Background: an optimization exercise with open tools, aiming at small area. Do not read the settings as production practice.
Function was checked by simulation only, so behaviour that the tests miss may differ from the original.
Power and IR drop assume default switching activity.

==> design.v <==
module ox_decim_rca #(parameter W = 31) (
    input  wire [W-1:0] a,
    input  wire [W-1:0] b,
    output wire [W-1:0] s
);
    wire [W:0] c;
    assign c[0] = 1'b0;
    genvar i;
    generate
        for (i = 0; i < W; i = i + 1) begin : g
            wire p = a[i] ^ b[i];
            assign s[i]   = p ^ c[i];
            assign c[i+1] = (a[i] & b[i]) | (p & c[i]);
        end
    endgenerate
endmodule
module ox_decim_mac_add (
    input  wire [35:0] a,
    input  wire [31:0] g0,
    input  wire [31:0] g1,
    input  wire [31:0] g2,
    input  wire [31:0] g3,
    input  wire [31:0] g4,
    input  wire [31:0] g5,
    input  wire [2:0]  v,
    output wire [35:0] x
);
    wire t1, t2, t3, t4, t5, t6, t7, t8, t9, t10, t11, t12, t13, t14, t15, t16;
    wire t17, t18, t19, t20, t21, t22, t23, t24, t25, t26, t27, t28, t29, t30, t31, t32;
    wire t33, t34, t35, t36, t37, t38, t39, t40, t41, t42, t43, t44, t45, t46, t47, t48;
    wire t49, t50, t51, t52, t53, t54, t55, t56, t57, t58, t59, t60, t61, t62, t63, t64;
    wire t65, t66, t67, t68, t69, t70, t71, t72, t73, t74, t75, t76, t77, t78, t79, t80;
    wire t81, t82, t83, t84, t85, t86, t87, t88, t89, t90, t91, t92, t93, t94, t95, t96;
    wire t97, t98, t99, t100, t101, t102, t103, t104, t105, t106, t107, t108, t109, t110, t111, t112;
    wire t113, t114, t115, t116, t117, t118, t119, t120, t121, t122, t123, t124, t125, t126, t127, t128;
    wire t129, t130, t131, t132, t133, t134, t135, t136, t137, t138, t139, t140, t141, t142, t143, t144;
    wire t145, t146, t147, t148, t149, t150, t151, t152, t153, t154, t155, t156, t157, t158, t159, t160;
    wire t161, t162, t163, t164, t165, t166, t167, t168, t169, t170, t171, t172, t173, t174, t175, t176;
    wire t177, t178, t179, t180, t181, t182, t183, t184, t185, t186, t187, t188, t189, t190, t191, t192;
    wire t193, t194, t195, t196, t197, t198, t199, t200, t201, t202, t203, t204, t205, t206, t207, t208;
    wire t209, t210, t211, t212, t213, t214, t215, t216, t217, t218, t219, t220, t221, t222, t223, t224;
    wire t225, t226, t227, t228, t229, t230, t231, t232, t233, t234, t235, t236, t237, t238, t239, t240;
    wire t241, t242, t243, t244, t245, t246, t247, t248, t249, t250, t251, t252, t253, t254, t255, t256;
    wire t257, t258, t259, t260, t261, t262, t263, t264, t265, t266, t267, t268, t269, t270, t271, t272;
    wire t273, t274, t275, t276, t277, t278, t279, t280, t281, t282, t283, t284, t285, t286, t287, t288;
    wire t289, t290, t291, t292, t293, t294, t295, t296, t297, t298, t299, t300, t301, t302, t303, t304;
    wire t305, t306, t307, t308, t309, t310, t311, t312, t313, t314, t315, t316, t317, t318, t319, t320;
    wire t321, t322, t323, t324, t325, t326, t327, t328, t329, t330, t331, t332, t333, t334, t335, t336;
    wire t337, t338, t339, t340, t341, t342, t343, t344, t345, t346, t347, t348, t349, t350, t351, t352;
    wire t353, t354, t355, t356, t357, t358, t359, t360, t361, t362, t363, t364, t365, t366, t367, t368;
    wire t369, t370, t371, t372, t373, t374, t375, t376, t377, t378, t379, t380, t381, t382, t383, t384;
    wire t385, t386, t387, t388, t389, t390, t391, t392, t393, t394, t395, t396, t397, t398, t399, t400;
    wire t401, t402, t403, t404, t405, t406, t407, t408, t409, t410, t411, t412, t413, t414, t415, t416;
    wire t417, t418, t419, t420, t421, t422, t423, t424, t425, t426, t427, t428, t429, t430, t431, t432;
    wire t433, t434, t435, t436, t437, t438, t439, t440, t441, t442, t443, t444, t445, t446, t447, t448;
    wire t449, t450, t451, t452, t453, t454, t455, t456, t457, t458, t459, t460, t461, t462, t463, t464;
    wire t465, t466, t467, t468, t469, t470, t471, t472, t473, t474, t475, t476, t477, t478, t479, t480;
    wire t481, t482, t483, t484, t485, t486, t487, t488, t489, t490, t491, t492, t493, t494, t495, t496;
    wire t497, t498, t499, t500, t501, t502, t503, t504, t505, t506, t507, t508, t509, t510, t511, t512;
    wire t513, t514, t515, t516, t517, t518, t519, t520, t521, t522, t523, t524, t525, t526, t527, t528;
    wire t529, t530, t531, t532, t533, t534, t535, t536, t537, t538, t539, t540, t541, t542, t543, t544;
    wire t545, t546, t547, t548, t549, t550, t551, t552, t553, t554, t555, t556, t557, t558, t559, t560;
    wire t561, t562, t563, t564, t565, t566, t567, t568, t569, t570, t571, t572, t573, t574, t575, t576;
    wire t577, t578, t579, t580, t581, t582, t583, t584, t585, t586, t587, t588, t589, t590, t591, t592;
    wire t593, t594, t595, t596, t597, t598, t599;
    assign t1 = a[0] ^ g0[0];
    assign t2 = a[0] & g0[0];
    assign t3 = a[1] ^ g0[1];
    assign t4 = t3 ^ g1[1];
    assign t5 = (a[1] & g0[1]) | (t3 & g1[1]);
    assign t6 = a[2] ^ g0[2];
    assign t7 = t6 ^ g1[2];
    assign t8 = (a[2] & g0[2]) | (t6 & g1[2]);
    assign t9 = a[3] ^ g0[3];
    assign t10 = t9 ^ g1[3];
    assign t11 = (a[3] & g0[3]) | (t9 & g1[3]);
    assign t12 = a[4] ^ g0[4];
    assign t13 = t12 ^ g1[4];
    assign t14 = (a[4] & g0[4]) | (t12 & g1[4]);
    assign t15 = a[5] ^ g0[5];
    assign t16 = t15 ^ g1[5];
    assign t17 = (a[5] & g0[5]) | (t15 & g1[5]);
    assign t18 = a[6] ^ g0[6];
    assign t19 = t18 ^ g1[6];
    assign t20 = (a[6] & g0[6]) | (t18 & g1[6]);
    assign t21 = a[7] ^ g0[7];
    assign t22 = t21 ^ g1[7];
    assign t23 = (a[7] & g0[7]) | (t21 & g1[7]);
    assign t24 = a[8] ^ g0[8];
    assign t25 = t24 ^ g1[8];
    assign t26 = (a[8] & g0[8]) | (t24 & g1[8]);
    assign t27 = a[9] ^ g0[9];
    assign t28 = t27 ^ g1[9];
    assign t29 = (a[9] & g0[9]) | (t27 & g1[9]);
    assign t30 = a[10] ^ g0[10];
    assign t31 = t30 ^ g1[10];
    assign t32 = (a[10] & g0[10]) | (t30 & g1[10]);
    assign t33 = a[11] ^ g0[11];
    assign t34 = t33 ^ g1[11];
    assign t35 = (a[11] & g0[11]) | (t33 & g1[11]);
    assign t36 = a[12] ^ g0[12];
    assign t37 = t36 ^ g1[12];
    assign t38 = (a[12] & g0[12]) | (t36 & g1[12]);
    assign t39 = a[13] ^ g0[13];
    assign t40 = t39 ^ g1[13];
    assign t41 = (a[13] & g0[13]) | (t39 & g1[13]);
    assign t42 = a[14] ^ g0[14];
    assign t43 = t42 ^ g1[14];
    assign t44 = (a[14] & g0[14]) | (t42 & g1[14]);
    assign t45 = a[15] ^ g0[15];
    assign t46 = t45 ^ g1[15];
    assign t47 = (a[15] & g0[15]) | (t45 & g1[15]);
    assign t48 = a[16] ^ g0[16];
    assign t49 = t48 ^ g1[16];
    assign t50 = (a[16] & g0[16]) | (t48 & g1[16]);
    assign t51 = a[17] ^ g0[17];
    assign t52 = t51 ^ g1[17];
    assign t53 = (a[17] & g0[17]) | (t51 & g1[17]);
    assign t54 = a[18] ^ g0[18];
    assign t55 = t54 ^ g1[18];
    assign t56 = (a[18] & g0[18]) | (t54 & g1[18]);
    assign t57 = a[19] ^ g0[19];
    assign t58 = t57 ^ g1[19];
    assign t59 = (a[19] & g0[19]) | (t57 & g1[19]);
    assign t60 = a[20] ^ g0[20];
    assign t61 = t60 ^ g1[20];
    assign t62 = (a[20] & g0[20]) | (t60 & g1[20]);
    assign t63 = a[21] ^ g0[21];
    assign t64 = t63 ^ g1[21];
    assign t65 = (a[21] & g0[21]) | (t63 & g1[21]);
    assign t66 = a[22] ^ g0[22];
    assign t67 = t66 ^ g1[22];
    assign t68 = (a[22] & g0[22]) | (t66 & g1[22]);
    assign t69 = a[23] ^ g0[23];
    assign t70 = t69 ^ g1[23];
    assign t71 = (a[23] & g0[23]) | (t69 & g1[23]);
    assign t72 = a[24] ^ g0[24];
    assign t73 = t72 ^ g1[24];
    assign t74 = (a[24] & g0[24]) | (t72 & g1[24]);
    assign t75 = a[25] ^ g0[25];
    assign t76 = t75 ^ g1[25];
    assign t77 = (a[25] & g0[25]) | (t75 & g1[25]);
    assign t78 = a[26] ^ g0[26];
    assign t79 = t78 ^ g1[26];
    assign t80 = (a[26] & g0[26]) | (t78 & g1[26]);
    assign t81 = a[27] ^ g0[27];
    assign t82 = t81 ^ g1[27];
    assign t83 = (a[27] & g0[27]) | (t81 & g1[27]);
    assign t84 = a[28] ^ g0[28];
    assign t85 = t84 ^ g1[28];
    assign t86 = (a[28] & g0[28]) | (t84 & g1[28]);
    assign t87 = a[29] ^ g0[29];
    assign t88 = t87 ^ g1[29];
    assign t89 = (a[29] & g0[29]) | (t87 & g1[29]);
    assign t90 = a[30] ^ g0[30];
    assign t91 = t90 ^ g1[30];
    assign t92 = (a[30] & g0[30]) | (t90 & g1[30]);
    assign t93 = g2[30] ^ g3[30];
    assign t94 = g2[30] & g3[30];
    assign t95 = a[31] ^ g0[31];
    assign t96 = t95 ^ g1[31];
    assign t97 = (a[31] & g0[31]) | (t95 & g1[31]);
    assign t98 = g2[31] ^ g3[31];
    assign t99 = t98 ^ g4[31];
    assign t100 = (g2[31] & g3[31]) | (t98 & g4[31]);
    assign t101 = g1[0] ^ g2[0];
    assign t102 = t101 ^ g3[0];
    assign t103 = (g1[0] & g2[0]) | (t101 & g3[0]);
    assign t104 = g2[1] ^ g3[1];
    assign t105 = t104 ^ g4[1];
    assign t106 = (g2[1] & g3[1]) | (t104 & g4[1]);
    assign t107 = g5[1] ^ t2;
    assign t108 = g5[1] & t2;
    assign t109 = g2[2] ^ g3[2];
    assign t110 = t109 ^ g4[2];
    assign t111 = (g2[2] & g3[2]) | (t109 & g4[2]);
    assign t112 = g5[2] ^ t5;
    assign t113 = t112 ^ t7;
    assign t114 = (g5[2] & t5) | (t112 & t7);
    assign t115 = g2[3] ^ g3[3];
    assign t116 = t115 ^ g4[3];
    assign t117 = (g2[3] & g3[3]) | (t115 & g4[3]);
    assign t118 = g5[3] ^ t8;
    assign t119 = t118 ^ t10;
    assign t120 = (g5[3] & t8) | (t118 & t10);
    assign t121 = g2[4] ^ g3[4];
    assign t122 = t121 ^ g4[4];
    assign t123 = (g2[4] & g3[4]) | (t121 & g4[4]);
    assign t124 = g5[4] ^ t11;
    assign t125 = t124 ^ t13;
    assign t126 = (g5[4] & t11) | (t124 & t13);
    assign t127 = g2[5] ^ g3[5];
    assign t128 = t127 ^ g4[5];
    assign t129 = (g2[5] & g3[5]) | (t127 & g4[5]);
    assign t130 = g5[5] ^ t14;
    assign t131 = t130 ^ t16;
    assign t132 = (g5[5] & t14) | (t130 & t16);
    assign t133 = g2[6] ^ g3[6];
    assign t134 = t133 ^ g4[6];
    assign t135 = (g2[6] & g3[6]) | (t133 & g4[6]);
    assign t136 = g5[6] ^ t17;
    assign t137 = t136 ^ t19;
    assign t138 = (g5[6] & t17) | (t136 & t19);
    assign t139 = g2[7] ^ g3[7];
    assign t140 = t139 ^ g4[7];
    assign t141 = (g2[7] & g3[7]) | (t139 & g4[7]);
    assign t142 = g5[7] ^ t20;
    assign t143 = t142 ^ t22;
    assign t144 = (g5[7] & t20) | (t142 & t22);
    assign t145 = g2[8] ^ g3[8];
    assign t146 = t145 ^ g4[8];
    assign t147 = (g2[8] & g3[8]) | (t145 & g4[8]);
    assign t148 = g5[8] ^ t23;
    assign t149 = t148 ^ t25;
    assign t150 = (g5[8] & t23) | (t148 & t25);
    assign t151 = g2[9] ^ g3[9];
    assign t152 = t151 ^ g4[9];
    assign t153 = (g2[9] & g3[9]) | (t151 & g4[9]);
    assign t154 = g5[9] ^ t26;
    assign t155 = t154 ^ t28;
    assign t156 = (g5[9] & t26) | (t154 & t28);
    assign t157 = g2[10] ^ g3[10];
    assign t158 = t157 ^ g4[10];
    assign t159 = (g2[10] & g3[10]) | (t157 & g4[10]);
    assign t160 = g5[10] ^ t29;
    assign t161 = t160 ^ t31;
    assign t162 = (g5[10] & t29) | (t160 & t31);
    assign t163 = g2[11] ^ g3[11];
    assign t164 = t163 ^ g4[11];
    assign t165 = (g2[11] & g3[11]) | (t163 & g4[11]);
    assign t166 = g5[11] ^ t32;
    assign t167 = t166 ^ t34;
    assign t168 = (g5[11] & t32) | (t166 & t34);
    assign t169 = g2[12] ^ g3[12];
    assign t170 = t169 ^ g4[12];
    assign t171 = (g2[12] & g3[12]) | (t169 & g4[12]);
    assign t172 = g5[12] ^ t35;
    assign t173 = t172 ^ t37;
    assign t174 = (g5[12] & t35) | (t172 & t37);
    assign t175 = g2[13] ^ g3[13];
    assign t176 = t175 ^ g4[13];
    assign t177 = (g2[13] & g3[13]) | (t175 & g4[13]);
    assign t178 = g5[13] ^ t38;
    assign t179 = t178 ^ t40;
    assign t180 = (g5[13] & t38) | (t178 & t40);
    assign t181 = g2[14] ^ g3[14];
    assign t182 = t181 ^ g4[14];
    assign t183 = (g2[14] & g3[14]) | (t181 & g4[14]);
    assign t184 = g5[14] ^ t41;
    assign t185 = t184 ^ t43;
    assign t186 = (g5[14] & t41) | (t184 & t43);
    assign t187 = g2[15] ^ g3[15];
    assign t188 = t187 ^ g4[15];
    assign t189 = (g2[15] & g3[15]) | (t187 & g4[15]);
    assign t190 = g5[15] ^ t44;
    assign t191 = t190 ^ t46;
    assign t192 = (g5[15] & t44) | (t190 & t46);
    assign t193 = g2[16] ^ g3[16];
    assign t194 = t193 ^ g4[16];
    assign t195 = (g2[16] & g3[16]) | (t193 & g4[16]);
    assign t196 = g5[16] ^ t47;
    assign t197 = t196 ^ t49;
    assign t198 = (g5[16] & t47) | (t196 & t49);
    assign t199 = g2[17] ^ g3[17];
    assign t200 = t199 ^ g4[17];
    assign t201 = (g2[17] & g3[17]) | (t199 & g4[17]);
    assign t202 = g5[17] ^ t50;
    assign t203 = t202 ^ t52;
    assign t204 = (g5[17] & t50) | (t202 & t52);
    assign t205 = g2[18] ^ g3[18];
    assign t206 = t205 ^ g4[18];
    assign t207 = (g2[18] & g3[18]) | (t205 & g4[18]);
    assign t208 = g5[18] ^ t53;
    assign t209 = t208 ^ t55;
    assign t210 = (g5[18] & t53) | (t208 & t55);
    assign t211 = g2[19] ^ g3[19];
    assign t212 = t211 ^ g4[19];
    assign t213 = (g2[19] & g3[19]) | (t211 & g4[19]);
    assign t214 = g5[19] ^ t56;
    assign t215 = t214 ^ t58;
    assign t216 = (g5[19] & t56) | (t214 & t58);
    assign t217 = g2[20] ^ g3[20];
    assign t218 = t217 ^ g4[20];
    assign t219 = (g2[20] & g3[20]) | (t217 & g4[20]);
    assign t220 = g5[20] ^ t59;
    assign t221 = t220 ^ t61;
    assign t222 = (g5[20] & t59) | (t220 & t61);
    assign t223 = g2[21] ^ g3[21];
    assign t224 = t223 ^ g4[21];
    assign t225 = (g2[21] & g3[21]) | (t223 & g4[21]);
    assign t226 = g5[21] ^ t62;
    assign t227 = t226 ^ t64;
    assign t228 = (g5[21] & t62) | (t226 & t64);
    assign t229 = g2[22] ^ g3[22];
    assign t230 = t229 ^ g4[22];
    assign t231 = (g2[22] & g3[22]) | (t229 & g4[22]);
    assign t232 = g5[22] ^ t65;
    assign t233 = t232 ^ t67;
    assign t234 = (g5[22] & t65) | (t232 & t67);
    assign t235 = g2[23] ^ g3[23];
    assign t236 = t235 ^ g4[23];
    assign t237 = (g2[23] & g3[23]) | (t235 & g4[23]);
    assign t238 = g5[23] ^ t68;
    assign t239 = t238 ^ t70;
    assign t240 = (g5[23] & t68) | (t238 & t70);
    assign t241 = g2[24] ^ g3[24];
    assign t242 = t241 ^ g4[24];
    assign t243 = (g2[24] & g3[24]) | (t241 & g4[24]);
    assign t244 = g5[24] ^ t71;
    assign t245 = t244 ^ t73;
    assign t246 = (g5[24] & t71) | (t244 & t73);
    assign t247 = g2[25] ^ g3[25];
    assign t248 = t247 ^ g4[25];
    assign t249 = (g2[25] & g3[25]) | (t247 & g4[25]);
    assign t250 = g5[25] ^ t74;
    assign t251 = t250 ^ t76;
    assign t252 = (g5[25] & t74) | (t250 & t76);
    assign t253 = g2[26] ^ g3[26];
    assign t254 = t253 ^ g4[26];
    assign t255 = (g2[26] & g3[26]) | (t253 & g4[26]);
    assign t256 = g5[26] ^ t77;
    assign t257 = t256 ^ t79;
    assign t258 = (g5[26] & t77) | (t256 & t79);
    assign t259 = g2[27] ^ g3[27];
    assign t260 = t259 ^ g4[27];
    assign t261 = (g2[27] & g3[27]) | (t259 & g4[27]);
    assign t262 = g5[27] ^ t80;
    assign t263 = t262 ^ t82;
    assign t264 = (g5[27] & t80) | (t262 & t82);
    assign t265 = g2[28] ^ g3[28];
    assign t266 = t265 ^ g4[28];
    assign t267 = (g2[28] & g3[28]) | (t265 & g4[28]);
    assign t268 = g5[28] ^ t83;
    assign t269 = t268 ^ t85;
    assign t270 = (g5[28] & t83) | (t268 & t85);
    assign t271 = g2[29] ^ g3[29];
    assign t272 = t271 ^ g4[29];
    assign t273 = (g2[29] & g3[29]) | (t271 & g4[29]);
    assign t274 = g5[29] ^ t86;
    assign t275 = t274 ^ t88;
    assign t276 = (g5[29] & t86) | (t274 & t88);
    assign t277 = g4[30] ^ g5[30];
    assign t278 = t277 ^ v[0];
    assign t279 = (g4[30] & g5[30]) | (t277 & v[0]);
    assign t280 = t89 ^ t91;
    assign t281 = t280 ^ t93;
    assign t282 = (t89 & t91) | (t280 & t93);
    assign t283 = g5[31] ^ v[1];
    assign t284 = t283 ^ t92;
    assign t285 = (g5[31] & v[1]) | (t283 & t92);
    assign t286 = t94 ^ t96;
    assign t287 = t286 ^ t99;
    assign t288 = (t94 & t96) | (t286 & t99);
    assign t289 = a[32] ^ v[2];
    assign t290 = t289 ^ t97;
    assign t291 = (a[32] & v[2]) | (t289 & t97);
    assign t292 = g4[0] ^ g5[0];
    assign t293 = g4[0] & g5[0];
    assign t294 = t4 ^ t103;
    assign t295 = t294 ^ t105;
    assign t296 = (t4 & t103) | (t294 & t105);
    assign t297 = t106 ^ t108;
    assign t298 = t297 ^ t110;
    assign t299 = (t106 & t108) | (t297 & t110);
    assign t300 = t111 ^ t114;
    assign t301 = t300 ^ t116;
    assign t302 = (t111 & t114) | (t300 & t116);
    assign t303 = t117 ^ t120;
    assign t304 = t303 ^ t122;
    assign t305 = (t117 & t120) | (t303 & t122);
    assign t306 = t123 ^ t126;
    assign t307 = t306 ^ t128;
    assign t308 = (t123 & t126) | (t306 & t128);
    assign t309 = t129 ^ t132;
    assign t310 = t309 ^ t134;
    assign t311 = (t129 & t132) | (t309 & t134);
    assign t312 = t135 ^ t138;
    assign t313 = t312 ^ t140;
    assign t314 = (t135 & t138) | (t312 & t140);
    assign t315 = t141 ^ t144;
    assign t316 = t315 ^ t146;
    assign t317 = (t141 & t144) | (t315 & t146);
    assign t318 = t147 ^ t150;
    assign t319 = t318 ^ t152;
    assign t320 = (t147 & t150) | (t318 & t152);
    assign t321 = t153 ^ t156;
    assign t322 = t321 ^ t158;
    assign t323 = (t153 & t156) | (t321 & t158);
    assign t324 = t159 ^ t162;
    assign t325 = t324 ^ t164;
    assign t326 = (t159 & t162) | (t324 & t164);
    assign t327 = t165 ^ t168;
    assign t328 = t327 ^ t170;
    assign t329 = (t165 & t168) | (t327 & t170);
    assign t330 = t171 ^ t174;
    assign t331 = t330 ^ t176;
    assign t332 = (t171 & t174) | (t330 & t176);
    assign t333 = t177 ^ t180;
    assign t334 = t333 ^ t182;
    assign t335 = (t177 & t180) | (t333 & t182);
    assign t336 = t183 ^ t186;
    assign t337 = t336 ^ t188;
    assign t338 = (t183 & t186) | (t336 & t188);
    assign t339 = t189 ^ t192;
    assign t340 = t339 ^ t194;
    assign t341 = (t189 & t192) | (t339 & t194);
    assign t342 = t195 ^ t198;
    assign t343 = t342 ^ t200;
    assign t344 = (t195 & t198) | (t342 & t200);
    assign t345 = t201 ^ t204;
    assign t346 = t345 ^ t206;
    assign t347 = (t201 & t204) | (t345 & t206);
    assign t348 = t207 ^ t210;
    assign t349 = t348 ^ t212;
    assign t350 = (t207 & t210) | (t348 & t212);
    assign t351 = t213 ^ t216;
    assign t352 = t351 ^ t218;
    assign t353 = (t213 & t216) | (t351 & t218);
    assign t354 = t219 ^ t222;
    assign t355 = t354 ^ t224;
    assign t356 = (t219 & t222) | (t354 & t224);
    assign t357 = t225 ^ t228;
    assign t358 = t357 ^ t230;
    assign t359 = (t225 & t228) | (t357 & t230);
    assign t360 = t231 ^ t234;
    assign t361 = t360 ^ t236;
    assign t362 = (t231 & t234) | (t360 & t236);
    assign t363 = t237 ^ t240;
    assign t364 = t363 ^ t242;
    assign t365 = (t237 & t240) | (t363 & t242);
    assign t366 = t243 ^ t246;
    assign t367 = t366 ^ t248;
    assign t368 = (t243 & t246) | (t366 & t248);
    assign t369 = t249 ^ t252;
    assign t370 = t369 ^ t254;
    assign t371 = (t249 & t252) | (t369 & t254);
    assign t372 = t255 ^ t258;
    assign t373 = t372 ^ t260;
    assign t374 = (t255 & t258) | (t372 & t260);
    assign t375 = t261 ^ t264;
    assign t376 = t375 ^ t266;
    assign t377 = (t261 & t264) | (t375 & t266);
    assign t378 = t267 ^ t270;
    assign t379 = t378 ^ t272;
    assign t380 = (t267 & t270) | (t378 & t272);
    assign t381 = t273 ^ t276;
    assign t382 = t381 ^ t278;
    assign t383 = (t273 & t276) | (t381 & t278);
    assign t384 = t279 ^ t282;
    assign t385 = t384 ^ t284;
    assign t386 = (t279 & t282) | (t384 & t284);
    assign t387 = t100 ^ t285;
    assign t388 = t387 ^ t288;
    assign t389 = (t100 & t285) | (t387 & t288);
    assign t390 = t1 ^ t102;
    assign t391 = t1 & t102;
    assign t392 = t107 ^ t293;
    assign t393 = t392 ^ t295;
    assign t394 = (t107 & t293) | (t392 & t295);
    assign t395 = t113 ^ t296;
    assign t396 = t395 ^ t298;
    assign t397 = (t113 & t296) | (t395 & t298);
    assign t398 = t119 ^ t299;
    assign t399 = t398 ^ t301;
    assign t400 = (t119 & t299) | (t398 & t301);
    assign t401 = t125 ^ t302;
    assign t402 = t401 ^ t304;
    assign t403 = (t125 & t302) | (t401 & t304);
    assign t404 = t131 ^ t305;
    assign t405 = t404 ^ t307;
    assign t406 = (t131 & t305) | (t404 & t307);
    assign t407 = t137 ^ t308;
    assign t408 = t407 ^ t310;
    assign t409 = (t137 & t308) | (t407 & t310);
    assign t410 = t143 ^ t311;
    assign t411 = t410 ^ t313;
    assign t412 = (t143 & t311) | (t410 & t313);
    assign t413 = t149 ^ t314;
    assign t414 = t413 ^ t316;
    assign t415 = (t149 & t314) | (t413 & t316);
    assign t416 = t155 ^ t317;
    assign t417 = t416 ^ t319;
    assign t418 = (t155 & t317) | (t416 & t319);
    assign t419 = t161 ^ t320;
    assign t420 = t419 ^ t322;
    assign t421 = (t161 & t320) | (t419 & t322);
    assign t422 = t167 ^ t323;
    assign t423 = t422 ^ t325;
    assign t424 = (t167 & t323) | (t422 & t325);
    assign t425 = t173 ^ t326;
    assign t426 = t425 ^ t328;
    assign t427 = (t173 & t326) | (t425 & t328);
    assign t428 = t179 ^ t329;
    assign t429 = t428 ^ t331;
    assign t430 = (t179 & t329) | (t428 & t331);
    assign t431 = t185 ^ t332;
    assign t432 = t431 ^ t334;
    assign t433 = (t185 & t332) | (t431 & t334);
    assign t434 = t191 ^ t335;
    assign t435 = t434 ^ t337;
    assign t436 = (t191 & t335) | (t434 & t337);
    assign t437 = t197 ^ t338;
    assign t438 = t437 ^ t340;
    assign t439 = (t197 & t338) | (t437 & t340);
    assign t440 = t203 ^ t341;
    assign t441 = t440 ^ t343;
    assign t442 = (t203 & t341) | (t440 & t343);
    assign t443 = t209 ^ t344;
    assign t444 = t443 ^ t346;
    assign t445 = (t209 & t344) | (t443 & t346);
    assign t446 = t215 ^ t347;
    assign t447 = t446 ^ t349;
    assign t448 = (t215 & t347) | (t446 & t349);
    assign t449 = t221 ^ t350;
    assign t450 = t449 ^ t352;
    assign t451 = (t221 & t350) | (t449 & t352);
    assign t452 = t227 ^ t353;
    assign t453 = t452 ^ t355;
    assign t454 = (t227 & t353) | (t452 & t355);
    assign t455 = t233 ^ t356;
    assign t456 = t455 ^ t358;
    assign t457 = (t233 & t356) | (t455 & t358);
    assign t458 = t239 ^ t359;
    assign t459 = t458 ^ t361;
    assign t460 = (t239 & t359) | (t458 & t361);
    assign t461 = t245 ^ t362;
    assign t462 = t461 ^ t364;
    assign t463 = (t245 & t362) | (t461 & t364);
    assign t464 = t251 ^ t365;
    assign t465 = t464 ^ t367;
    assign t466 = (t251 & t365) | (t464 & t367);
    assign t467 = t257 ^ t368;
    assign t468 = t467 ^ t370;
    assign t469 = (t257 & t368) | (t467 & t370);
    assign t470 = t263 ^ t371;
    assign t471 = t470 ^ t373;
    assign t472 = (t263 & t371) | (t470 & t373);
    assign t473 = t269 ^ t374;
    assign t474 = t473 ^ t376;
    assign t475 = (t269 & t374) | (t473 & t376);
    assign t476 = t275 ^ t377;
    assign t477 = t476 ^ t379;
    assign t478 = (t275 & t377) | (t476 & t379);
    assign t479 = t281 ^ t380;
    assign t480 = t479 ^ t382;
    assign t481 = (t281 & t380) | (t479 & t382);
    assign t482 = t287 ^ t383;
    assign t483 = t482 ^ t385;
    assign t484 = (t287 & t383) | (t482 & t385);
    assign t485 = t290 ^ t386;
    assign t486 = t485 ^ t388;
    assign t487 = (t290 & t386) | (t485 & t388);
    assign t488 = a[33] ^ t291;
    assign t489 = t488 ^ t389;
    assign t490 = (a[33] & t291) | (t488 & t389);
    assign t491 = a[34] ^ 1'b1;
    assign t492 = a[34] & 1'b1;
    assign t493 = a[35] ^ 1'b1;
    assign t494 = a[35] & 1'b1;
    assign t495 = t292 ^ t390;
    assign t496 = t292 & t390;
    assign t497 = t391 ^ t393;
    assign t498 = t497 ^ t496;
    assign t499 = (t391 & t393) | (t497 & t496);
    assign t500 = t394 ^ t396;
    assign t501 = t500 ^ t499;
    assign t502 = (t394 & t396) | (t500 & t499);
    assign t503 = t397 ^ t399;
    assign t504 = t503 ^ t502;
    assign t505 = (t397 & t399) | (t503 & t502);
    assign t506 = t400 ^ t402;
    assign t507 = t506 ^ t505;
    assign t508 = (t400 & t402) | (t506 & t505);
    assign t509 = t403 ^ t405;
    assign t510 = t509 ^ t508;
    assign t511 = (t403 & t405) | (t509 & t508);
    assign t512 = t406 ^ t408;
    assign t513 = t512 ^ t511;
    assign t514 = (t406 & t408) | (t512 & t511);
    assign t515 = t409 ^ t411;
    assign t516 = t515 ^ t514;
    assign t517 = (t409 & t411) | (t515 & t514);
    assign t518 = t412 ^ t414;
    assign t519 = t518 ^ t517;
    assign t520 = (t412 & t414) | (t518 & t517);
    assign t521 = t415 ^ t417;
    assign t522 = t521 ^ t520;
    assign t523 = (t415 & t417) | (t521 & t520);
    assign t524 = t418 ^ t420;
    assign t525 = t524 ^ t523;
    assign t526 = (t418 & t420) | (t524 & t523);
    assign t527 = t421 ^ t423;
    assign t528 = t527 ^ t526;
    assign t529 = (t421 & t423) | (t527 & t526);
    assign t530 = t424 ^ t426;
    assign t531 = t530 ^ t529;
    assign t532 = (t424 & t426) | (t530 & t529);
    assign t533 = t427 ^ t429;
    assign t534 = t533 ^ t532;
    assign t535 = (t427 & t429) | (t533 & t532);
    assign t536 = t430 ^ t432;
    assign t537 = t536 ^ t535;
    assign t538 = (t430 & t432) | (t536 & t535);
    assign t539 = t433 ^ t435;
    assign t540 = t539 ^ t538;
    assign t541 = (t433 & t435) | (t539 & t538);
    assign t542 = t436 ^ t438;
    assign t543 = t542 ^ t541;
    assign t544 = (t436 & t438) | (t542 & t541);
    assign t545 = t439 ^ t441;
    assign t546 = t545 ^ t544;
    assign t547 = (t439 & t441) | (t545 & t544);
    assign t548 = t442 ^ t444;
    assign t549 = t548 ^ t547;
    assign t550 = (t442 & t444) | (t548 & t547);
    assign t551 = t445 ^ t447;
    assign t552 = t551 ^ t550;
    assign t553 = (t445 & t447) | (t551 & t550);
    assign t554 = t448 ^ t450;
    assign t555 = t554 ^ t553;
    assign t556 = (t448 & t450) | (t554 & t553);
    assign t557 = t451 ^ t453;
    assign t558 = t557 ^ t556;
    assign t559 = (t451 & t453) | (t557 & t556);
    assign t560 = t454 ^ t456;
    assign t561 = t560 ^ t559;
    assign t562 = (t454 & t456) | (t560 & t559);
    assign t563 = t457 ^ t459;
    assign t564 = t563 ^ t562;
    assign t565 = (t457 & t459) | (t563 & t562);
    assign t566 = t460 ^ t462;
    assign t567 = t566 ^ t565;
    assign t568 = (t460 & t462) | (t566 & t565);
    assign t569 = t463 ^ t465;
    assign t570 = t569 ^ t568;
    assign t571 = (t463 & t465) | (t569 & t568);
    assign t572 = t466 ^ t468;
    assign t573 = t572 ^ t571;
    assign t574 = (t466 & t468) | (t572 & t571);
    assign t575 = t469 ^ t471;
    assign t576 = t575 ^ t574;
    assign t577 = (t469 & t471) | (t575 & t574);
    assign t578 = t472 ^ t474;
    assign t579 = t578 ^ t577;
    assign t580 = (t472 & t474) | (t578 & t577);
    assign t581 = t475 ^ t477;
    assign t582 = t581 ^ t580;
    assign t583 = (t475 & t477) | (t581 & t580);
    assign t584 = t478 ^ t480;
    assign t585 = t584 ^ t583;
    assign t586 = (t478 & t480) | (t584 & t583);
    assign t587 = t481 ^ t483;
    assign t588 = t587 ^ t586;
    assign t589 = (t481 & t483) | (t587 & t586);
    assign t590 = t484 ^ t486;
    assign t591 = t590 ^ t589;
    assign t592 = (t484 & t486) | (t590 & t589);
    assign t593 = t487 ^ t489;
    assign t594 = t593 ^ t592;
    assign t595 = (t487 & t489) | (t593 & t592);
    assign t596 = t490 ^ t491;
    assign t597 = t596 ^ t595;
    assign t598 = (t490 & t491) | (t596 & t595);
    assign t599 = t492 ^ t493 ^ t598;
    assign x = {t599, t597, t594, t591, t588, t585, t582, t579, t576, t573, t570, t567, t564, t561, t558, t555, t552, t549, t546, t543, t540, t537, t534, t531, t528, t525, t522, t519, t516, t513, t510, t507, t504, t501, t498, t495};
endmodule
module ox_decim (
    input  wire        clk,
    input  wire        rst,           
    input  wire        start,         
    input  wire        stop,          
    input  wire        bit_valid,     
    input  wire        bit_in,        
    input  wire        coef_we,       
    input  wire [3:0]  coef_addr,     
    input  wire [31:0] coef_data,     
    output reg         out_valid,
    output wire [31:0] out_data,
    output wire        out_settled,
    output reg         running,
    output reg         coef_err
);
    localparam [4:0] K_SETTLE = 5'd18;
    wire [191:0] coef1;
    wire [191:0] coef2;
    wire coef_wr = ~rst & coef_we & ~running;
    always @(posedge clk)
        coef_err <= ~rst & coef_we & running;
    genvar w;
    generate
        for (w = 0; w < 6; w = w + 1) begin : gw
            reg [31:0] a1, a2;      
            always @(posedge clk) begin
                if (coef_wr & (coef_addr == w))
                    a1 <= coef_data;
                if (coef_wr & (coef_addr == 8 + w))
                    a2 <= coef_data;
            end
            assign coef1[32*w +: 32] = a1;
            assign coef2[32*w +: 32] = a2;
        end
    endgenerate
    wire clear  = rst | start | stop;
    wire accept = running & bit_valid & ~clear;
    always @(posedge clk) begin
        if (rst)
            running <= 1'b0;
        else if (start)
            running <= 1'b1;
        else if (stop)
            running <= 1'b0;
    end
    reg  [4:0] ph;
    wire       ph0  = (ph == 5'd0);
    wire       ph31 = (ph == 5'd31);
    always @(posedge clk)
        ph <= rst ? 5'd0 : ph + 5'd1;
    reg  [29:0] I1, I2, I3, I4, D;
    reg  [5:0]  bitcnt;
    wire        blk_end = accept & (bitcnt == 6'd63);
    wire [29:0] x1 = {29'd0, accept & bit_in};
    wire [29:0] n1, n2, n3, n4, nD;
    ox_decim_rca #(30) u_a1 (.a(I1), .b(x1),               .s(n1));
    ox_decim_rca #(30) u_a2 (.a(I2), .b(n1 & {30{accept}}), .s(n2));
    ox_decim_rca #(30) u_a3 (.a(I3), .b(n2 & {30{accept}}), .s(n3));
    ox_decim_rca #(30) u_a4 (.a(I4), .b(n3 & {30{accept}}), .s(n4));
    ox_decim_rca #(30) u_a5 (.a(D),  .b(n4 & {30{accept}}), .s(nD));
    always @(posedge clk) begin
        I1 <= clear ? 30'd0 : n1;
        I2 <= clear ? 30'd0 : n2;
        I3 <= clear ? 30'd0 : n3;
        I4 <= clear ? 30'd0 : n4;
        D  <= (clear | blk_end) ? 30'd0 : nD;
        if (clear)
            bitcnt <= 6'd0;
        else if (accept)
            bitcnt <= bitcnt + 6'd1;
    end
    reg        zc;         
    reg        zt;         
    reg  [2:0] nfree;      
    reg        tfree;      
    wire       zc_n = zc | ~bit_in;
    wire       zt_n = zt | (~bit_in & (bitcnt[5:2] != 4'd0));
    wire       sat_n = ~zc_n & ((nfree == 3'd4) | ((nfree == 3'd3) & tfree));
    always @(posedge clk) begin
        if (clear) begin
            zc    <= 1'b0;
            zt    <= 1'b0;
            nfree <= 3'd0;
            tfree <= 1'b0;
        end else if (accept) begin
            if (blk_end) begin
                zc <= 1'b0;
                zt <= 1'b0;
                if (zc_n) begin
                    nfree <= 3'd0;
                    tfree <= ~zt_n;
                end else if (nfree != 3'd4) begin
                    nfree <= nfree + 3'd1;
                end
            end else begin
                zc <= zc_n;
                zt <= zt_n;
            end
        end
    end
    reg  [29:0] snap;
    reg         satp;
    reg         pend;
    reg         comb_act;
    reg         hb1_act;
    wire        ph30 = (ph == 5'd30);
    wire [4:0]  cb   = ph + 5'd1;
    wire        cb01 = ph31 | ph0;            
    wire        comb_start = ~clear & ph30 & (pend | blk_end);
    always @(posedge clk) begin
        if (blk_end) begin
            snap <= nD;
            satp <= sat_n;
        end
        if (clear) begin
            pend     <= 1'b0;
            comb_act <= 1'b0;
            hb1_act  <= 1'b0;
        end else begin
            pend     <= (pend | blk_end) & ~comb_start;
            comb_act <= comb_start | (comb_act & ~ph30);
            hb1_act  <= comb_act;
        end
    end
    localparam [31:0] K1 = 32'h00e8ae80;
    localparam [31:0] K2 = 32'he2477000;
    localparam [31:0] K3 = 32'h9a0e0000;
    localparam [31:0] K4 = 32'h04000000;
    reg  [31:0] C1, C2, C3, C4;
    reg         comb_valid;            
    reg  [3:0]  brw;
    reg         s0b;
    wire [4:0]  sidx = cb - 5'd2;
    wire        x0  = ~cb01 & snap[sidx];
    wire        c1o = comb_valid ? C1[0] : K1[cb];
    wire        c2o = comb_valid ? C2[0] : K2[cb];
    wire        c3o = comb_valid ? C3[0] : K3[cb];
    wire        c4o = comb_valid ? C4[0] : K4[cb];
    wire        d2  = x0 ^ c1o ^ brw[0];
    wire        d3  = d2 ^ c2o ^ brw[1];
    wire        d4  = d3 ^ c3o ^ brw[2];
    wire        d5  = d4 ^ c4o ^ brw[3];
    wire        bo2 = (~x0 & c1o) | (~x0 & brw[0]) | (c1o & brw[0]);
    wire        bo3 = (~d2 & c2o) | (~d2 & brw[1]) | (c2o & brw[1]);
    wire        bo4 = (~d3 & c3o) | (~d3 & brw[2]) | (c3o & brw[2]);
    wire        bo5 = (~d4 & c4o) | (~d4 & brw[3]) | (c4o & brw[3]);
    always @(posedge clk) begin
        C1  <= {comb_act ? x0 : C1[0], C1[31:1]};
        C2  <= {comb_act ? d2 : C2[0], C2[31:1]};
        C3  <= {comb_act ? d3 : C3[0], C3[31:1]};
        C4  <= {comb_act ? d4 : C4[0], C4[31:1]};
        brw <= (comb_act & ~ph30) ? {bo5, bo4, bo3, bo2} : 4'd0;
        s0b <= satp ? ~ph30 : (d5 ^ ph30);
        if (clear)
            comb_valid <= 1'b0;
        else if (comb_act & ph30)
            comb_valid <= 1'b1;
    end
    reg        s0_odd_n;    
    reg  [3:0] nE1;         
    reg        s1_odd_n;    
    reg  [4:0] nE2;         
    wire       s0_even = s0_odd_n;
    reg        mbusy;
    reg  [6:0] mseq;
    wire       mac1 = mbusy & (mseq <= 7'd32);
    wire       so   = mbusy & (mseq >= 7'd33) & (mseq <= 7'd64);
    wire       mac2 = mbusy & (mseq >= 7'd65);
    wire       st2  = mac2;
    wire       macon = mac1 | mac2;
    wire       b0m  = mbusy & ((mseq == 7'd0)  | (mseq == 7'd65));
    wire       b31m = mbusy & ((mseq == 7'd31) | (mseq == 7'd96));
    wire       b32m = mbusy & ((mseq == 7'd32) | (mseq == 7'd97));
    wire       stk  = macon & ~b31m & ~b32m;     
    wire       so0  = mbusy & (mseq == 7'd33);
    wire       so31 = mbusy & (mseq == 7'd64);
    wire       s1_even = ~s1_odd_n;
    always @(posedge clk) begin
        if (clear) begin
            mbusy <= 1'b0;
            mseq  <= 7'd0;
        end else if (comb_act & ph31 & s0_even) begin
            mbusy <= 1'b1;
            mseq  <= 7'd0;
        end else if (mbusy) begin
            mseq <= mseq + 7'd1;
            if ((so31 & ~s1_even) | (mseq == 7'd97))
                mbusy <= 1'b0;
        end
    end
    always @(posedge clk) begin
        if (clear) begin
            s0_odd_n <= 1'b1;
            nE1      <= 4'd0;
            s1_odd_n <= 1'b1;
            nE2      <= 5'd0;
        end else begin
            if (comb_start)
                s0_odd_n <= ~s0_odd_n;
            if (hb1_act & ph31 & s0_even & (nE1 != 4'd11))
                nE1 <= nE1 + 4'd1;
            if (so31) begin
                s1_odd_n <= ~s1_odd_n;
                if (s1_even & (nE2 != K_SETTLE))
                    nE2 <= nE2 + 5'd1;
            end
        end
    end
    reg  [32*11-1:0] E1;
    reg  [32*6-1:0]  O1;
    wire shE1 = hb1_act & s0_even;
    wire shO1 = hb1_act & ~s0_even;
    integer k;
    always @(posedge clk) begin
        for (k = 0; k < 11; k = k + 1)
            E1[32*k +: 32] <= {shE1 ? ((k == 0) ? s0b : E1[32*(k-1)]) : E1[32*k],
                               E1[32*k+1 +: 31]};
        for (k = 0; k < 6; k = k + 1)
            O1[32*k +: 32] <= {shO1 ? ((k == 0) ? s0b : O1[32*(k-1)]) : O1[32*k],
                               O1[32*k+1 +: 31]};
    end
    reg  [32*12-1:0] E2;
    reg  [32*6-1:0]  O2;
    wire so_bit;
    wire shE2 = so & s1_even;
    wire shO2 = so & ~s1_even;
    always @(posedge clk) begin
        for (k = 0; k < 12; k = k + 1)
            E2[32*k +: 32] <= {shE2 ? ((k == 0) ? so_bit : E2[32*(k-1)]) : E2[32*k],
                               E2[32*k+1 +: 31]};
        for (k = 0; k < 6; k = k + 1)
            O2[32*k +: 32] <= {shO2 ? ((k == 0) ? so_bit : O2[32*(k-1)]) : O2[32*k],
                               O2[32*k+1 +: 31]};
    end
    wire [10:0] e1v;
    wire [11:0] e2v;
    genvar g;
    generate
        for (g = 0; g < 11; g = g + 1) begin : gv1
            assign e1v[g] = E1[32*g] & (nE1 > g);
        end
        for (g = 0; g < 12; g = g + 1) begin : gv2
            assign e2v[g] = E2[32*g] & (nE2 > g);
        end
    endgenerate
    wire [5:0] px1 = {s0b, e1v[0], e1v[1], e1v[2], e1v[3], e1v[4]};
    wire [5:0] py1 = {e1v[10], e1v[9], e1v[8], e1v[7], e1v[6], e1v[5]};
    wire [5:0] px2 = {e2v[0], e2v[1], e2v[2], e2v[3], e2v[4], e2v[5]};
    wire [5:0] py2 = {e2v[11], e2v[10], e2v[9], e2v[8], e2v[7], e2v[6]};
    wire       uc  = st2 ? (O2[32*5] & (nE2 >= 5'd6)) : (O1[32*5] & (nE1 >= 4'd5));
    wire [5:0] px = (st2 ? px2 : px1) ^ {6{b31m}};
    wire [5:0] py = (st2 ? py2 : py1) ^ {6{b31m}};
    reg  [5:0] pc;
    wire [5:0] psum = px ^ py ^ pc;
    wire [5:0] pcy  = (px & py) | (px & pc) | (py & pc);
    wire [5:0] dq   = {6{macon}} & (b32m ? ~pc : psum);
    wire [5:0] dq1  = dq & {6{~st2}};
    wire [5:0] dq2  = dq & {6{st2}};
    always @(posedge clk)
        pc <= (macon & ~b32m & ~clear) ? pcy : 6'd0;
    wire [35:0] G [0:5];
    generate
        for (g = 0; g < 6; g = g + 1) begin : gg
            wire [31:0] t = ({32{dq1[g]}} & coef1[32*g +: 32]) |
                            ({32{dq2[g]}} & coef2[32*g +: 32]);
            assign G[g] = {4'd0, ~t[31], t[30:0]};
        end
    endgenerate
    wire        cbit = macon & ~b32m & (uc ^ b31m);
    wire [5:0]  ctop = 6'd52 - {5'd0, b31m} + {5'd0, cbit};
    reg  [34:0] acc;
    reg         h0, h1;
    reg         sticky;
    reg         ovf_r, sign_r;
    wire [35:0] A = b0m ? 36'h040000000 : ({acc[34], acc} ^ {36{b32m}});
    wire [35:0] X;
    ox_decim_mac_add u_add (
        .a(A), .g0(G[0][31:0]), .g1(G[1][31:0]), .g2(G[2][31:0]),
        .g3(G[3][31:0]), .g4(G[4][31:0]), .g5(G[5][31:0]),
        .v(ctop[2:0]), .x(X)
    );
    wire [34:0] acc_n = X[35:1];
    wire        e     = X[0];
    always @(posedge clk) begin
        acc <= acc_n;
        h1  <= e;
        h0  <= h1;
        if (stk)
            sticky <= (sticky & ~b0m) | e;
        if (b32m) begin
            sign_r <= ~acc_n[34];
            ovf_r  <= ~((&acc_n[34:29]) | ~(|acc_n[34:29]));
        end
    end
    wire r0     = h0 & sticky;
    wire so_raw = so0 ? r0 : ~h0;
    assign so_bit = ovf_r ? (so31 ? sign_r : ~sign_r) : so_raw;
    always @(posedge clk)
        out_valid <= ~clear & mbusy & (mseq == 7'd97);
    assign out_data    = ovf_r ? {sign_r, {31{~sign_r}}} : {~acc[29:0], ~h1, r0};
    assign out_settled = (nE2 == K_SETTLE);
endmodule
==> flow/run.sh <==
#!/bin/bash
# Layout: the standard flow (standard.sh), with two changes to how it is
# made: the clock tree is built from clkbuf_16 leaf clusters without dummy
# balancing loads, and the port buffers are the smallest buffer cell.
set -euo pipefail
export CTS_ARGS="-sink_clustering_enable -repair_clock_nets -dont_use_dummy_load -buf_list sky130_fd_sc_hd__clkbuf_16 -sink_clustering_size 24 -sink_clustering_max_diameter 100"
export BUFFER_PORTS_ARGS="-buffer_cell sky130_fd_sc_hd__buf_1"
bash standard.sh > standard.log 2>&1
==> standard.sh <==
#!/bin/bash
# synth_recipe.tcl (not shown) runs the flow's synth.tcl, then flattens the netlist and writes it again
# the make line also repeats each setting of config.mk as NAME=value (left out here)
make -C /OpenROAD-flow-scripts/flow DESIGN_CONFIG=/design/flow/config.mk WORK_HOME=/design/flow/orfs CLKGATE_MAP_FILE= SYNTH_SCRIPT=/design/flow/synth_recipe.tcl "${@:-finish}"
==> config.mk <==
export PLATFORM = sky130hd
export DESIGN_NAME = ox_decim
export DESIGN_NICKNAME = ox_decim
export VERILOG_FILES = /design/flow/design.v
export SDC_FILE = /design/flow/constraint.sdc
export NUM_CORES = 4
export LEC_CHECK = 0
export CAP_MARGIN = 20
export CORE_MARGIN = 2
export CORE_UTILIZATION = 60
export SLEW_MARGIN = 20
==> constraint.sdc <==
create_clock -name core_clock -period 25.0 [get_ports {clk}]
set_input_delay 5.0000 -clock core_clock [delete_from_list [all_inputs] [get_ports {clk}]]
set_output_delay 5.0000 -clock core_clock [all_outputs]
set_load 0.01 [all_outputs]
==> results.yml, run 1 <==
route:
  vias: 26491
  drt_pass1_iterations: 6
  antenna_left: 0
  wl_per_cell_um: 19.3
  drt_wl_total_um: 98600
  routed_via_density: 5.17
  drc: 0
  drt-initial-drc-count: 1774
layout:
  drive_gt1_share_pct: 5.06
  nFillCells: 6923
  fin_util_pct: 64.8
  fin_area_um2: 61700
  area_growth_pct: 6.77
  final_nets: 4277
worst_setup_path:
  cp.required_ns: 25.41
  r2r.worst_path.cells: 54
  r2r_start: "mseq[0]"
  crit_fanout: 35
  critPathMostFrequentCell: "fa_1"
  worstPathArrival_ns: 21.12
  end_kind: "flop"
  reg2reg_to: "ovf_r"
  critPathKind: "flop to flop"
  cp_slowest_stage_delay_ns: 0.78
  start_kind: "flop"
  slowest_stage: "a21oi_4"
  cpLargestDelayFamily: "adder cells"
  critPathBufInv: 5
  reg2reg_setup_slack_ns: 4.29
floorplan:
  die_height_um: 314
  die_width_um: 314
  core_area_um2: 95300
  start_util_pct: 60.7
  rows: 113
  dieArea_um2: 98900
  ios: 79
job:
  cap_violations: 0
sta:
  fin_tns_setup_ns: 0
  period_needed_ns: 20.71
  hold_viol: 0
  rsz0062_at_grt: "false"
  report.final.slew_viol_count: 0
  post-route-period-util_pct: 82.8
  relSlewSlack_pct: 33.0
  tightest_slew_ns: 1.01
  setup_violations: 0
  worst_clock_skew_ns: 0.0633
  fmax_mhz: 48.3
worst_hold_path:
  hp-class: "flop to flop"
  hp-start: "O1[95]"
  whs_path_depth: 0
  whs_endpoint: "O1[94]"
power_and_ir_drop:
  p_leak_nw: 22.2
  cellPowerDensity_nw_per_um2: 80.1
  ir_worst_vdd_uv: 76.2
cts:
  ctsHoldBuffers: 0
  clk_path_buf_depth: 3
  cts_root_buf: "clkbuf_16"
  cts.reportedPaths.clkPinSlew_ns: 0.09
  worstSkewPairLatency_ns: 0.70
  htree_levels: 3
  cts_tree: "yes"
  cts_resized: 0
  cts_sinks: 1907
  cts_buffers: 89
  post_cts.repair.setup_buffers: 0
place:
  place.gp.congestion: 0.845
  hpwl_um: 60300
  port_buffers: 78
  placed_area_um2: 59500
global_routing:
  grt_overflow: 0
  grt_pass1_wl_um: 158000
  grt_max_degree: 149
  first_global_vias: 27919
  antenna_found_initial: 16
  track_usage_pct: 20.8
synth:
  synth-warning-count: 1
  synthArstFlopShare_pct: 0
  synth_edf_count: 418
  syn_area_um2: 57800
  synth_ff_type: "dfxtp_1"
  post_synth_num_cell_types: 69
  syn_nets: 4215
  syn_avg_cell_area_um2: 15.2
  postSynthCellCount: 3794
  ys_ff_latch: 1907
  yosysSeqAreaShare_pct: 73.3
run_status:
  outcome: "finished clean"
## placed cells by master, fill, tap and decap left out, types with 6 or more instances in the layout
cell          n
nand2_1     260
or3_1        59
mux2_1       10
edfxtp_1    418
o21ai_0      35
a21oi_1      88
buf_1        78
o21ai_2       6
nand2b_1      8
nor2_1      204
xor2_1       19
xnor2_1      25
clkbuf_16    89
fa_1        316
a22oi_1      15
mux2_2       29
nand4_1      12
a31oi_1      10
nor3_1       13
nand3_1      13
buf_4        37
mux4_2        7
dfxtp_1    1489
ha_1         62
and3_1       33
nor2_4        8
o21a_1        8
a22o_1      180
inv_1       198
mux2i_1      11
and2_1       53
## state kept, by name, summed over array words and instances (netlist names), 35 cells and up
signal / count
E2: 384
E1: 352
O1: 192
O2: 192
gw.a1: 192
gw.a2: 192
acc: 35
## synth_stat cells, drive strengths merged (2+ instances only)
cell / instances / share of area [%]
nor4: 5 / 0.080
o21a: 8 / 0.10
o21ai: 42 / 0.37
mux2: 39 / 0.76
nand2: 260 / 1.7
inv: 199 / 1.3
nand3: 15 / 0.14
dfxtp: 1489 / 52
nor4b: 4 / 0.061
ha: 62 / 1.3
xor2: 19 / 0.29
a22oi: 15 / 0.19
o211ai: 5 / 0.082
or3: 61 / 0.67
nand2b: 8 / 0.087
xnor3: 2 / 0.078
mux4: 7 / 0.27
edfxtp: 418 / 22
nor3b: 4 / 0.052
a21oi: 90 / 0.79
clkbuf: 86 / 0.56
mux2i: 11 / 0.19
buf: 59 / 0.51
nor2b: 5 / 0.054
a31oi: 10 / 0.11
xnor2: 25 / 0.38
nor3: 18 / 0.16
and2: 53 / 0.57
a22o: 180 / 2.7
nand4: 12 / 0.13
fa: 316 / 11
a211oi: 2 / 0.026
nor2: 212 / 1.4
o2111ai: 2 / 0.030
and3: 33 / 0.36
## cells by family after synthesis
logic type	after synthesis	share of synthesized area, %
buffers and inverters	344	2.36
AND/OR/NAND/NOR	695	5.52
adder cells (fa/ha/maj)	378	12.3
AO/OA/AOI/OAI	367	4.62
multiplexers	57	1.22
XOR/XNOR	46	0.744
flip-flops	1907	73.3
## layout make-up
class,count,area [um^2],share of cell area (%)
flip-flops and latches,1907,42400,68.6
multi-input cells,1543,14200,23.0
clock buffers,89,2230,3.61
well taps,1265,1580,2.56
inverters,199,747,1.21
repair buffers,116,591,0.957
diodes,1,2.50,0.00405
## how the worst max path moves through the flow
stage               depth (start not counted)  slack (ns)     from  endpoint
global placement                           45        3.75      rst  snap[29]
floorplan                                  44        4.93    start  snap[29]
CTS                                        54        4.20  mseq[0]     ovf_r
finish                                     54        4.29  mseq[0]     ovf_r
global route                               54        3.57  mseq[0]     ovf_r
detailed placement                         46        3.52      rst     D[29]
## routing by layer
metal  vias up  track usage (%)  share of wire (%)
met5         -                0               0.10
met4        16             5.45                2.5
met1     13183             29.6                 46
li1      12581                -                  -
met3       166             4.22                5.7
met2       545             32.9                 46
## power breakdown
part / total [mW] / internal, mW / switching (mW)
registers: 3.20 / 3.18 / 0.0270
logic: 0.253 / 0.0960 / 0.157
clock network: 1.49 / 0.636 / 0.853
## stage by stage
step / setup WS (ns) / hold slack, ns / power, mW / std cells
after floorplan: 4.93 / 0.310 / 3.44 / 3794
after global placement: 3.75 / 0.310 / 3.52 / 5030
after detailed placement: 3.52 / 0.312 / 3.53 / 5030
after CTS: 4.20 / 0.305 / 5.00 / 5119
after global routing: 3.57 / 0.313 / 5.14 / 5119
final: 4.29 / 0.304 / 4.95 / 5120
==> run 2: changes to the inputs <==
--- a/config.mk
+++ b/config.mk
@@ -7,5 +7,5 @@
 export LEC_CHECK = 0
 export CAP_MARGIN = 20
 export CORE_MARGIN = 2
-export CORE_UTILIZATION = 60
+export CORE_UTILIZATION = 70
 export SLEW_MARGIN = 20
==> run 2 against run 1 <==
Highest routed layer unchanged. Global-route usage is 3.1 points higher. Sequential cell count stayed put. Synthesized cell count is the same. Largest power group unchanged. Largest cell class unchanged. Final cell count fell by 3.9%.
==> results.yml, run 2 <==
run_status:
  outcome: "finished clean"
layout:
  reg_top3: "E2: 384 flops, E1: 352 flops"
  final_nets: 4270
  max_flop_register: "E2"
  largest_reg_flops: 384
  fin_area_um2: 61500
  area_growth_pct: 6.28
  layout_commonest_cell: "dfxtp_1"
  drive_gt1_share_pct: 4.89
  layout_common_cells: "1,489 x dfxtp_1, 418 x edfxtp_1, 316 x fa_1, 260 x nand2_1, 204 x nor2_1"
  fin_cells: 4919
synth:
  synth-warning-count: 1
  synthArstFlopShare_pct: 0
  syn_avg_cell_area_um2: 15.2
  synth_edf_count: 418
  postSynthCellCount: 3794
  syn_area_um2: 57800
  synth_ff_type: "dfxtp_1"
  synth.area.top_cells: "dfxtp_1 52%, edfxtp_1 22%, fa_1 11%, a22o_1 2.7%, nand2_1 1.7%"
  ys_ff_latch: 1907
  synthTopCellsByCount: "1,489 x dfxtp_1, 418 x edfxtp_1, 316 x fa_1"
  syn_nets: 4215
  synth_most_common_cell: "dfxtp_1"
  post_synth_num_cell_types: 69
  yosysSeqAreaShare_pct: 73.3
  yosysTopAreaCell: "dfxtp_1"
  yosysTopAreaCellShare_pct: 51.5
cts:
  cts_resized: 0
  htree_levels: 3
  ctsHoldBuffers: 0
  cts_buffers: 89
  worstSkewPairLatency_ns: 0.68
  cts.reportedPaths.clkPinSlew_ns: 0.09
  cts_root_buf: "clkbuf_16"
  post_cts.repair.setup_buffers: 0
  clk_path_buf_depth: 3
  cts_sinks: 1907
  cts_tree: "yes"
worst_setup_path:
  end_kind: "flop"
  critPathKind: "input pin to flop"
  worstPathArrival_ns: 21.64
  crit_start: "rst"
  r2r.worst_path.cells: 56
  start_kind: "input pin"
  cp_slowest_stage_delay_ns: 0.84
  crit_fanout: 67
  cp.required_ns: 25.57
  slowest_stage: "nor2_4"
  reg2reg_setup_slack_ns: 4.33
  r2r_start: "mseq[1]"
  critPathMostFrequentCell: "fa_1"
place:
  port_buffers: 78
  hpwl_um: 58100
  placed_area_um2: 59200
  place.gp.congestion: 0.845
  place_inst: 4828
floorplan:
  die_height_um: 291
  die_width_um: 291
  start_util_pct: 70.5
  core_area_um2: 82000
  ios: 79
  rows: 105
  dieArea_um2: 84900
sta:
  rsz0062_at_grt: "false"
  hold_viol: 0
  tightest_slew_ns: 1.23
  report.final.slew_viol_count: 0
  worst_clock_skew_ns: 0.0746
  fmax_mhz: 47.5
  setup_violations: 0
  relSlewSlack_pct: 18.1
  post-route-period-util_pct: 84.3
  fin_tns_setup_ns: 0
  period_needed_ns: 21.07
global_routing:
  grt_pass1_wl_um: 157000
  grt_overflow: 0
  grt_max_degree: 204
  track_usage_pct: 23.9
  antenna_found_initial: 14
  first_global_vias: 28018
route:
  drc: 0
  drt_wl_total_um: 98200
  routed_via_density: 5.45
  vias: 26811
  drt_pass1_iterations: 6
  antenna_left: 0
  wl_per_cell_um: 20.0
  drt-initial-drc-count: 1794
power_and_ir_drop:
  ir_worst_vdd_uv: 71.2
  cellPowerDensity_nw_per_um2: 80.6
  p_leak_nw: 22.2
job:
  cap_violations: 0
worst_hold_path:
  hp-class: "flop to flop"
  hp-start: "O1[93]"
  whs_path_depth: 0
[run 2: cell counts after synthesis]
No cell type changed its count.
[run 2: cell families after synthesis]
kind of cell,share of synthesized area (%)
AND/OR/NAND/NOR,5.52
buffers and inverters,2.36
XOR/XNOR,0.744
AO/OA/AOI/OAI,4.62
multiplexers,1.22
flip-flops,73.3
adder cells (fa/ha/maj),12.3
[run 2: layer usage]
layer	vias up	routed length, um	share of wire, %	global-route usage (%)
li1	12559	-	-	-
met1	13347	43500	44	33.9
met2	710	46400	47	39.1
met3	181	5730	5.8	4.06
met4	14	2470	2.5	5.93
met5	-	98	0.10	0
[run 2: power by group]
group	switching, mW	internal, mW	total (mW)
registers	0.0299	3.18	3.21
clock network	0.861	0.636	1.50
logic	0.152	0.0946	0.246
total	1.04	3.91	4.95
[run 2: per-stage QoR]
step | hold slack (ns) | setup slack (ns) | utilization [%] | total power, mW
6_report | 0.290 | 3.93 | 75.0 | 4.95
5_1_grt | 0.290 | 3.18 | 75.0 | 5.13
4_1_cts | 0.291 | 3.88 | 75.0 | 4.99
3_5_place_dp | 0.312 | 3.21 | 72.2 | 3.52
3_3_place_gp | 0.310 | 3.44 | 72.2 | 3.51
2_1_floorplan | 0.310 | 4.93 | - | 3.44
[run 2: cell type report]
class	instances	area, um^2
tap	1070	1340
sequential	1907	42400
inverter	199	747
clock buffer	89	2230
fill	4987	20500
antenna	2	5.00
timing repair buffer	109	551
multi-input combinational	1543	14200
[run 2: worst max-delay path: cells and delay by family]
| family | cells | cell delay [ns] |
|---|---|---|
| xor gates and xnor gates | 2 | 0.41 |
| adders and majority gates | 33 | 12.90 |
| buffers and inverters | 2 | 0.33 |
| and+or+nand+nor | 8 | 2.95 |
[run 2: final timing paths]
check	endpoint
hold / removal	O1[92]
hold reg to reg	O1[92]
setup reg to reg	ovf_r
setup / recovery	D[29]

-- port drivers added, routing unchanged --
Ports are ideal in the flow. The routed layouts listed here were re-timed in OpenROAD.
Step 1 (the two cells are an assumption about what drives the block):
set clk [get_ports {clk}]
set_driving_cell -lib_cell sky130_fd_sc_hd__clkbuf_16 $clk
set_driving_cell -lib_cell sky130_fd_sc_hd__buf_2 [delete_from_list [all_inputs] $clk]
Step 2 times the ports against the registers' clock, not the clock port: input delays grow and output delays shrink by t, the midpoint of the rising clock arrivals with the driver on.
Three values: no drivers, after step 1, after step 2; two values: the first two.
run | shift t [ns] | setup WS [ns] | worst register clock-pin slew, ns
run 1 | 0.736 | 4.288 / 4.288 / 3.633 | 0.10 / 0.10
run 2 | 0.713 | 3.934 / 3.979 / 3.266 | 0.10 / 0.10
After both steps every run listed still meets setup and hold. The setup slack of run 2, which loses most, moves by +0.045 ns with the drivers and by -0.668 ns with both steps.
